Context: an optimization exercise on an open-source flow, tuned for small area. The choices shown serve that exercise and are no tape-out recipe.
In this exercise RTL edits were held to simulation tests only and were not proved equivalent to the original.
No activity file was given, so power comes from the tool's default toggle rates.

==> flow/config.mk <==
export PLATFORM = sky130hd
export DESIGN_NAME = pwm_axis
export DESIGN_NICKNAME = pwm_axis
export VERILOG_FILES = /design/flow/design.v
export SDC_FILE = /design/flow/constraint.sdc
export NUM_CORES = 4
export LEC_CHECK = 0
export CAP_MARGIN = 20
export CORE_MARGIN = 2
export CORE_UTILIZATION = 40
export SLEW_MARGIN = 20
==> flow/constraint.sdc <==
create_clock -name core_clock -period 350.0 [get_ports {clk}]
set_input_delay 70.0000 -clock core_clock [delete_from_list [all_inputs] [get_ports {clk}]]
set_output_delay 70.0000 -clock core_clock [all_outputs]
set_load 0.01 [all_outputs]
==> flow/design.v <==
module pwm_axis (
    input  wire        clk,
    input  wire        rst,           
    input  wire [15:0] per,           
    input  wire [1:0]  presc,         
    input  wire [6:0]  dith,          
    input  wire        carrdith,      
    input  wire [15:0] seed,          
    input  wire        seed_load,     
    input  wire [5:0]  mode,          
    input  wire [15:0] cmp_u,
    input  wire [15:0] cmp_v,
    input  wire [15:0] cmp_w,
    input  wire [9:0]  dtr_u,
    input  wire [9:0]  dtr_v,
    input  wire [9:0]  dtr_w,
    input  wire [9:0]  dtf_u,
    input  wire [9:0]  dtf_v,
    input  wire [9:0]  dtf_w,
    input  wire [7:0]  minp,
    output wire [2:0]  gh,            
    output wire [2:0]  gl,            
    output wire        pstart,        
    output wire [15:0] cnt,           
    output reg  [15:0] plen           
);
    localparam [1:0] M_OFF = 2'd0, M_LOW = 2'd1, M_PWM = 2'd2, M_PWMH = 2'd3;
    reg  [17:0] tcnt;               
    reg  [1:0]  presc_c;
    reg         first;              
    reg  [6:0]  s;                  
    reg  [2:0]  gh_en, gh_full, gl_en, gl_r3;
    reg  [15:0] sc_u, sc_v, sc_w;   
    reg  [9:0]  dc_u, dc_v, dc_w;   
    wire [17:0] plen_t  = {2'd0, plen} << presc_c;
    wire        preload = first | (tcnt == plen_t - 18'd128);
    wire        last    = (s == 7'd127);
    wire [17:0] cnt_full = tcnt >> presc_c;
    reg  [15:0] lfsr;
    wire [15:0] lfsr_nx = lfsr[0] ? ((lfsr >> 1) ^ 16'hB400) : (lfsr >> 1);
    reg  [15:0] per_r;
    reg  [6:0]  dith_r;
    reg  [15:0] pn;                 
    reg  [1:0]  presc_n;
    reg  [7:0]  minp_r;
    reg  [5:0]  mode_r;
    reg  [15:0] x, c_u, c_v, c_w;   
    reg  [15:0] r;                  
    reg  [9:0]  d_u, d_v, d_w;      
    reg  [9:0]  f_u, f_v, f_w;      
    reg  [2:0]  n_gh_en, n_gh_full, n_gl_en, n_gl_r3;
    wire [2:0]  ph   = s[6:4];
    wire        step = (ph == 3'd1) | (ph == 3'd2) | (ph == 3'd4) | (ph == 3'd5) | (ph == 3'd6);
    wire        rot  = (s[3:0] == 4'd15) & ((ph == 3'd3) | (ph == 3'd4) | (ph == 3'd5) | (ph == 3'd6));
    wire [15:0] b_op = (ph == 3'd1) ? {9'd0, dith_r} : pn;
    wire [16:0] c_op = (ph == 3'd1) ? (17'd1000 + {10'd0, dith_r}) :
                       (ph == 3'd2) ? 17'h10000 : {1'b0, per_r};
    wire [15:0] r_in = (s[3:0] == 4'd0) ? 16'd0 : r;
    wire [17:0] t1   = {1'b0, r_in, 1'b0} + (x[15] ? {2'd0, b_op} : 18'd0);
    wire [18:0] t2   = {1'b0, t1} - {2'd0, c_op};
    wire [18:0] t3   = {1'b0, t1} - {1'b0, c_op, 1'b0};
    wire        dg2  = ~t3[18];
    wire        dg1  = ~dg2 & ~t2[18];
    wire [15:0] r_nx = dg2 ? t3[15:0] : dg1 ? t2[15:0] : t1[15:0];
    wire [15:0] x_st = {x[14:0] + {14'd0, dg2}, dg1};
    wire [15:0] x_nx = step ? x_st : x;
    wire [1:0]  lg   = (ph == 3'd5) ? 2'd0 : (ph == 3'd6) ? 2'd1 : 2'd2;
    wire [9:0]  d_s  = (lg == 2'd0) ? d_u : (lg == 2'd1) ? d_v : d_w;
    wire [9:0]  f_s  = (lg == 2'd0) ? f_u : (lg == 2'd1) ? f_v : f_w;
    wire [1:0]  m_s  = mode_r[2*lg +: 2];
    wire [8:0]  mp   = (minp_r == 8'd0) ? 9'd1 : {1'b0, minp_r};
    wire [18:0] h    = {3'd0, c_w} << presc_n;
    wire [18:0] p_t  = {3'd0, pn} << presc_n;
    wire [10:0] k1   = {1'b0, d_s} + {2'd0, mp};
    wire [10:0] k2   = (m_s == M_PWM) ? ({1'b0, f_s} + {2'd0, mp}) : 11'd1;
    wire        cmp1 = h < {8'd0, k1};
    wire        cmp2 = ({1'b0, h} + {9'd0, k2}) > {1'b0, p_t};
    reg         rg_gh_en, rg_gh_full, rg_gl_en, rg_gl_r3;
    always @(*) begin
        rg_gh_en = 1'b0; rg_gh_full = 1'b0; rg_gl_en = 1'b0; rg_gl_r3 = 1'b0;
        case (m_s)
            M_LOW: rg_gl_en = 1'b1;
            M_PWM: begin
                if (cmp1) rg_gl_en = 1'b1;
                else if (cmp2) begin rg_gh_en = 1'b1; rg_gh_full = 1'b1; end
                else begin rg_gh_en = 1'b1; rg_gl_en = 1'b1; rg_gl_r3 = 1'b1; end
            end
            M_PWMH: begin rg_gh_en = ~cmp1; rg_gh_full = cmp2; end
            default: ;
        endcase
    end
    wire        rg_we = (ph == 3'd5) | (ph == 3'd6) | (ph == 3'd7);
    wire [2:0]  hi_end = gh_en & gh_full;
    wire [2:0]  lo_end = gl_en;
    always @(posedge clk) begin
        if (seed_load)
            lfsr <= seed;
        else if (preload)
            lfsr <= lfsr_nx;
        if (rst)
            lfsr <= 16'd0;
    end
    always @(posedge clk) begin
        if (preload) begin
            per_r   <= per;
            dith_r  <= carrdith ? dith : 7'd0;
            pn      <= lfsr_nx;
            presc_n <= presc;
            minp_r  <= minp;
            mode_r  <= mode;
            x       <= per;
            c_u     <= cmp_u;
            c_v     <= cmp_v;
            c_w     <= cmp_w;
            d_u     <= (mode[1:0] == M_PWM && lo_end[0]) ? dtr_u : 10'd0;
            d_v     <= (mode[3:2] == M_PWM && lo_end[1]) ? dtr_v : 10'd0;
            d_w     <= (mode[5:4] == M_PWM && lo_end[2]) ? dtr_w : 10'd0;
            f_u     <= dtf_u;
            f_v     <= dtf_v;
            f_w     <= dtf_w;
        end else begin
            if (step)
                r <= r_nx;
            if (ph == 3'd3)
                pn <= per_r - x;
            if (rot) begin
                x   <= c_u;
                c_u <= c_v;
                c_v <= c_w;
                c_w <= x_nx;
            end else
                x <= x_nx;
            if (rg_we) begin
                n_gh_en[lg]   <= rg_gh_en;
                n_gh_full[lg] <= rg_gh_full;
                n_gl_en[lg]   <= rg_gl_en;
                n_gl_r3[lg]   <= rg_gl_r3;
            end
        end
    end
    always @(posedge clk) begin
        if (rst) begin
            tcnt    <= 18'd0;
            plen    <= 16'd0;
            presc_c <= 2'd0;
            first   <= 1'b1;
            s       <= 7'd0;
            gh_en   <= 3'd0;
            gl_en   <= 3'd0;
            gh_full <= 3'd0;
            gl_r3   <= 3'd0;
        end else begin
            first <= 1'b0;
            if (preload | (s != 7'd0))
                s <= s + 7'd1;
            if (last) begin
                tcnt    <= 18'd0;
                plen    <= pn;
                presc_c <= presc_n;
                gh_en   <= n_gh_en;
                gh_full <= n_gh_full;
                gl_en   <= n_gl_en;
                gl_r3   <= n_gl_r3;
            end else
                tcnt <= tcnt + 18'd1;
        end
    end
    wire [2:0] x_off;               
    assign x_off[0] = cnt_full >= {2'd0, sc_u};
    assign x_off[1] = cnt_full >= {2'd0, sc_v};
    assign x_off[2] = cnt_full >= {2'd0, sc_w};
    wire [2:0] trig = ~gl_r3 | x_off;
    wire [2:0] dz   = {dc_w == 10'd0, dc_v == 10'd0, dc_u == 10'd0};
    wire [2:0] hs_ok = {tcnt >= {8'd0, d_w}, tcnt >= {8'd0, d_v}, tcnt >= {8'd0, d_u}};
    wire [2:0] ld_f = n_gl_r3 | hi_end;
    always @(posedge clk) begin
        if (last) begin
            sc_u <= c_u;
            sc_v <= c_v;
            sc_w <= c_w;
            dc_u <= ld_f[0] ? f_u : 10'd0;
            dc_v <= ld_f[1] ? f_v : 10'd0;
            dc_w <= ld_f[2] ? f_w : 10'd0;
        end else begin
            if (trig[0] & ~dz[0]) dc_u <= dc_u - 10'd1;
            if (trig[1] & ~dz[1]) dc_v <= dc_v - 10'd1;
            if (trig[2] & ~dz[2]) dc_w <= dc_w - 10'd1;
        end
    end
    assign gh = gh_en & hs_ok & (gh_full | ~x_off);
    assign gl = gl_en & trig & dz;
    assign pstart = (tcnt == 18'd0);
    assign cnt    = cnt_full[15:0];
endmodule
==> flow/run.sh <==
#!/bin/bash
# synth_recipe.tcl (not shown) runs the flow's synth.tcl, then flattens the netlist and writes it again
# the make line also repeats each setting of config.mk as NAME=value (left out here)
make -C /OpenROAD-flow-scripts/flow DESIGN_CONFIG=/design/flow/config.mk WORK_HOME=/design/flow/orfs CLKGATE_MAP_FILE= SYNTH_SCRIPT=/design/flow/synth_recipe.tcl finish
==> run notes <==
[sequential cells by signal, indices dropped and copies added (netlist names), 8 cells and up]
register	count
minp_r	8
sc_v	16
lfsr	16
sc_w	16
dc_v	10
plen	16
pn	16
c_v	16
dc_w	10
f_u	10
r	16
dc_u	10
sc_u	16
c_u	16
d_u	10
d_v	10
x	16
per_r	16
d_w	10
f_v	10
c_w	16
tcnt	18
f_w	10
[per-layer routing]
metal	GRT usage [%]	vias up	routed length, um
met3	2.837	102	3423
met2	35.51	489	31790
li1	-	9047	-
met1	28.66	8775	30230
met4	6.747	0	2018
met5	0	-	0
[layout make-up]
type	count	share of cell area [%]
tap	782	3.450
clock inverter	26	1.244
timing repair buffer	228	7.826
inverter	164	2.184
sequential	357	34.70
clock buffer	53	3.962
antenna	1	0.008823
multi-input combinational	1789	46.63
[cells in the final DEF, fill, tap and decap left out, types with 16 or more instances in the layout]
cell             count
mux4_2              39
xnor2_1            104
nand2_1            241
a31oi_1             16
inv_1              160
dfxtp_1             86
clkdlybuf4s50_1    204
or3_1               22
mux2i_1             56
buf_4               23
ha_1               213
a21oi_1            177
and3_1              23
a211oi_1            24
nor3_1              42
xor2_1              59
edfxtp_1           269
nand4_1             18
and2_1              49
mux2_2              68
nor2b_1             55
o21ai_0            121
nand3_1             33
nand2b_1            20
nor2_1             169
o21a_1              27
a21o_1              51
o21bai_1            21
clkbuf_16           43
[stage by stage]
stage | power (mW) | worst slack, ns | utilization, % | hold slack (ns) | cell area (um2)
5_1_grt | 0.1548 | 275.08 | 47.25 | 0.4619 | 28360
2_1_floorplan | 0.08817 | 275.83 | - | 0.4204 | 24130
3_3_place_gp | 0.09880 | 276.03 | 44.77 | 0.4316 | 26870
6_report | 0.1459 | 275.37 | 47.25 | 0.4471 | 28360
3_5_place_dp | 0.09978 | 275.98 | 44.78 | 0.4287 | 26880
4_1_cts | 0.1470 | 275.35 | 47.24 | 0.4443 | 28350
[worst max-delay path, stage by stage (launching register included)]
cell	delay [ns]
dfxtp_2	0.31
buf_4	0.50
mux4_2	0.49
ha_1	0.34
a21o_1	0.18
a21o_1	0.17
a21o_1	0.18
a21o_1	0.17
a211o_1	0.31
o41ai_1	0.33
buf_4	0.20
o21ai_0	0.11
a21oi_1	0.19
clkdlybuf4s50_1	0.57
[power by group through the flow]
stage / sequential (mW) / clock, mW / combinational [mW]
CTS: 0.0538 / 0.0478 / 0.0454
finish: 0.0538 / 0.0467 / 0.0454
floorplan: 0.0534 / 0 / 0.0348
detailed placement: 0.0547 / 0 / 0.0451
global placement: 0.0546 / 0 / 0.0442
global route: 0.0543 / 0.0494 / 0.0512
[worst paths after layout]
path / slack, ns / cells after the start / endpoint
worst min-delay path: 0.45 / 0 / sc_v[8]
worst max-delay path: 275.37 / 13 / gh[0]
worst min register to register: 0.45 / 0 / sc_v[8]
worst max register to register: 342.39 / 25 / c_w[15]
[kinds of logic (layout without fill, tap and decap cells)]
logic type / count (synthesis) / count (layout) / synth area share, %
AO/OA/AOI/OAI: 530 / 530 / 13.97
XOR/XNOR: 163 / 163 / 5.917
adder cells (fa/ha/maj): 220 / 220 / 11.63
buffers and inverters: 277 / 471 / 4.512
flip-flops: 357 / 357 / 40.78
multiplexers: 163 / 163 / 9.138
other: 0 / 1 / 0
AND/OR/NAND/NOR: 713 / 713 / 14.05
[cells in the mapped netlist, types with 5 or more instances]
library cell	instances	area share [%]
nand3_1	33	0.68
mux2i_1	56	2.3
o21a_1	27	0.84
nor3b_1	7	0.22
mux2_2	68	3.2
nand4_1	18	0.47
o21bai_1	21	0.65
nor2b_1	55	1.4
a2111oi_2	11	0.68
a2111oi_0	5	0.18
ha_1	213	11
and2_1	49	1.3
a211o_1	8	0.29
a21o_1	51	1.6
buf_1	11	0.17
a21boi_0	10	0.31
nor2_1	169	2.6
xor2_1	59	2.1
inv_1	160	2.5
a21oi_1	177	3.7
edfxtp_1	269	33
or3_1	22	0.57
and3_1	23	0.60
or2_2	6	0.16
a31oi_1	16	0.41
a211oi_1	24	0.75
fa_1	7	0.58
nor3_1	42	0.87
dfxtp_1	88	7.3
o21ai_0	122	2.5
o31a_1	5	0.18
a22oi_1	6	0.19
xnor2_1	104	3.8
buf_2	17	0.35
nand2_1	242	3.8
clkbuf_1	81	1.3
nor4_1	9	0.23
o31ai_1	5	0.16
nand2b_1	20	0.52
o211ai_1	7	0.22
mux4_2	39	3.6
==> run_results.csv <==
group,metric,value,unit
run_status,outcome,"timing/DRC/antenna clean",
timing,tns,0,ns
route,drc,0,
cts,clockBufferDepth,3,
route,firstDrtPassIters,5,
route,drtIter0Drc,1193,
placement,portBuffers,205,
global_route,gr-usage-all-layers,21.28,%
timing,fmax,0.01340,GHz
floorplan,rows,90,
synth,ys_ff_latch,357,
timing,worst_pin_slew,1.023,ns
setup_path,end_kind,"primary output",
global_route,grt_max_degree,79,
route,wl_per_cell,19.84,um
global_route,grt_pass1_wl,103.6,mm
synth,syn-cell-area,24130,um2
synth,syn_nets,2810,
pwr,switching_share,31.81,%
timing,min_period,74.63,ns
global_route,antenna_found_initial,1,
timing,slew_headroom,31.82,%
pwr,combinationalPowerShare,31.1,%
worst_hold_path,min-delay-path-class,"reg -> reg",
synth,yosysSeqAreaShare,40.78,%
cts,post_cts_buffers,0,
cts,cts_resized,0,
placement,dpl.hpwl,51.79,mm
cts,numCtsBuffers,43,
placement,place_inst,3320,
floorplan,initial_utilization,40.20,%
run,cap_viol_max_count,0,
timing,rsz0062_at_grt,"false",
pwr,peakVddDrop,0.003576,mV
cts,postCtsHoldBufs,0,
synth,synth_cells,2423,
synth,synth-edff-count,269,
synth,synth.distinct_cells,73,
setup_path,worstSetupPathType,"reg -> out",
global_route,first_global_vias,18060,
synth,ys.flop_type,"edfxtp_1",
cells_and_area,multi_input_area,13220,um2
pwr,power_switching,46.42,uW
pwr,pwr-share-seq,36.9,%
pwr,p_per_area,5.145,nW/um2
setup_path,worst_ep_arrival_time,4.63,ns
global_route,overflow,0,
setup_path,crit_path_start,"presc_c[1]",
route,viasPerCell,5.416,
timing,finalSetupViolCount,0,
floorplan,coreArea,60020,um2
cells_and_area,seq_area,9842,um2
pwr,clkPwrFrac,32.0,%
timing,finalClockSkew,0.02560,ns
cts,clk_pin_slew_worst_paths,0.06,ns
floorplan,boundaryPins,206,
timing,hold_viol,0,
pwr,p_int,99.49,uW
cells_and_area,fin_cells,3400,
floorplan,die_h,249.6,um
setup_path,r2r_start,"s[4]",
timing,slew_viol_final,0,
cts,clockRootBuffer,"clkbuf_16",
synth,synth_area_per_cell,9.957,um2
cts,worstSkewPairLatency,0.59,ns
pwr,p_leak,11.45,nW
floorplan,dieArea,62300,um2
synth,ys_async_sr_fraction,0,%
setup_path,cp.required,280.00,ns
route,routed_wl,67.46,mm
cells_and_area,syn_to_final_growth,17.55,%
cts,cts_sinks,357,
placement,place.gp.congestion,0.8930,
setup_path,startpoint_type,"register",
timing,min_period_over_period,21.32,%
floorplan,fp.dieW,249.6,um
setup_path,critPathMaxFanout,53,
cells_and_area,fillCellCount,5596,
cells_and_area,drive_gt1_share,8.750,%
route,vias,18413,
cts,htree_levels,2,
route,ant_nets,0,
cells_and_area,nets,2970,
worst_hold_path,hold_start,"c_v[8]",
synth,yosysWarnings,1,
cts,cts_tree,"built",

## afterwards: timing with drivers on the ports
In the flow no input, the clock included, has a driving cell. The finished layout below was timed again as built, in two steps.
Step 1 sets driving cells, clkbuf_16 on the clock port and buf_2 on the other inputs (assumed; they add their load-dependent delay and slew).
Step 2 moves the port delays by t, midway between the first and last clock arrival at a register: inputs arrive t later, outputs are due t later. That takes back most of the time a late clock gives input paths.
a / b / c = ideal ports / drivers / drivers and shift; a / b = the first two.
shift t [ns]: 0.631
slack for setup (ns): 275.366 / 275.309 / 275.940
clock arrival spread, ns: 0.026 / 0.026
After both steps setup and hold are still met in this run. The setup slack of this run moves by -0.057 ns with the drivers and by +0.574 ns with both steps.
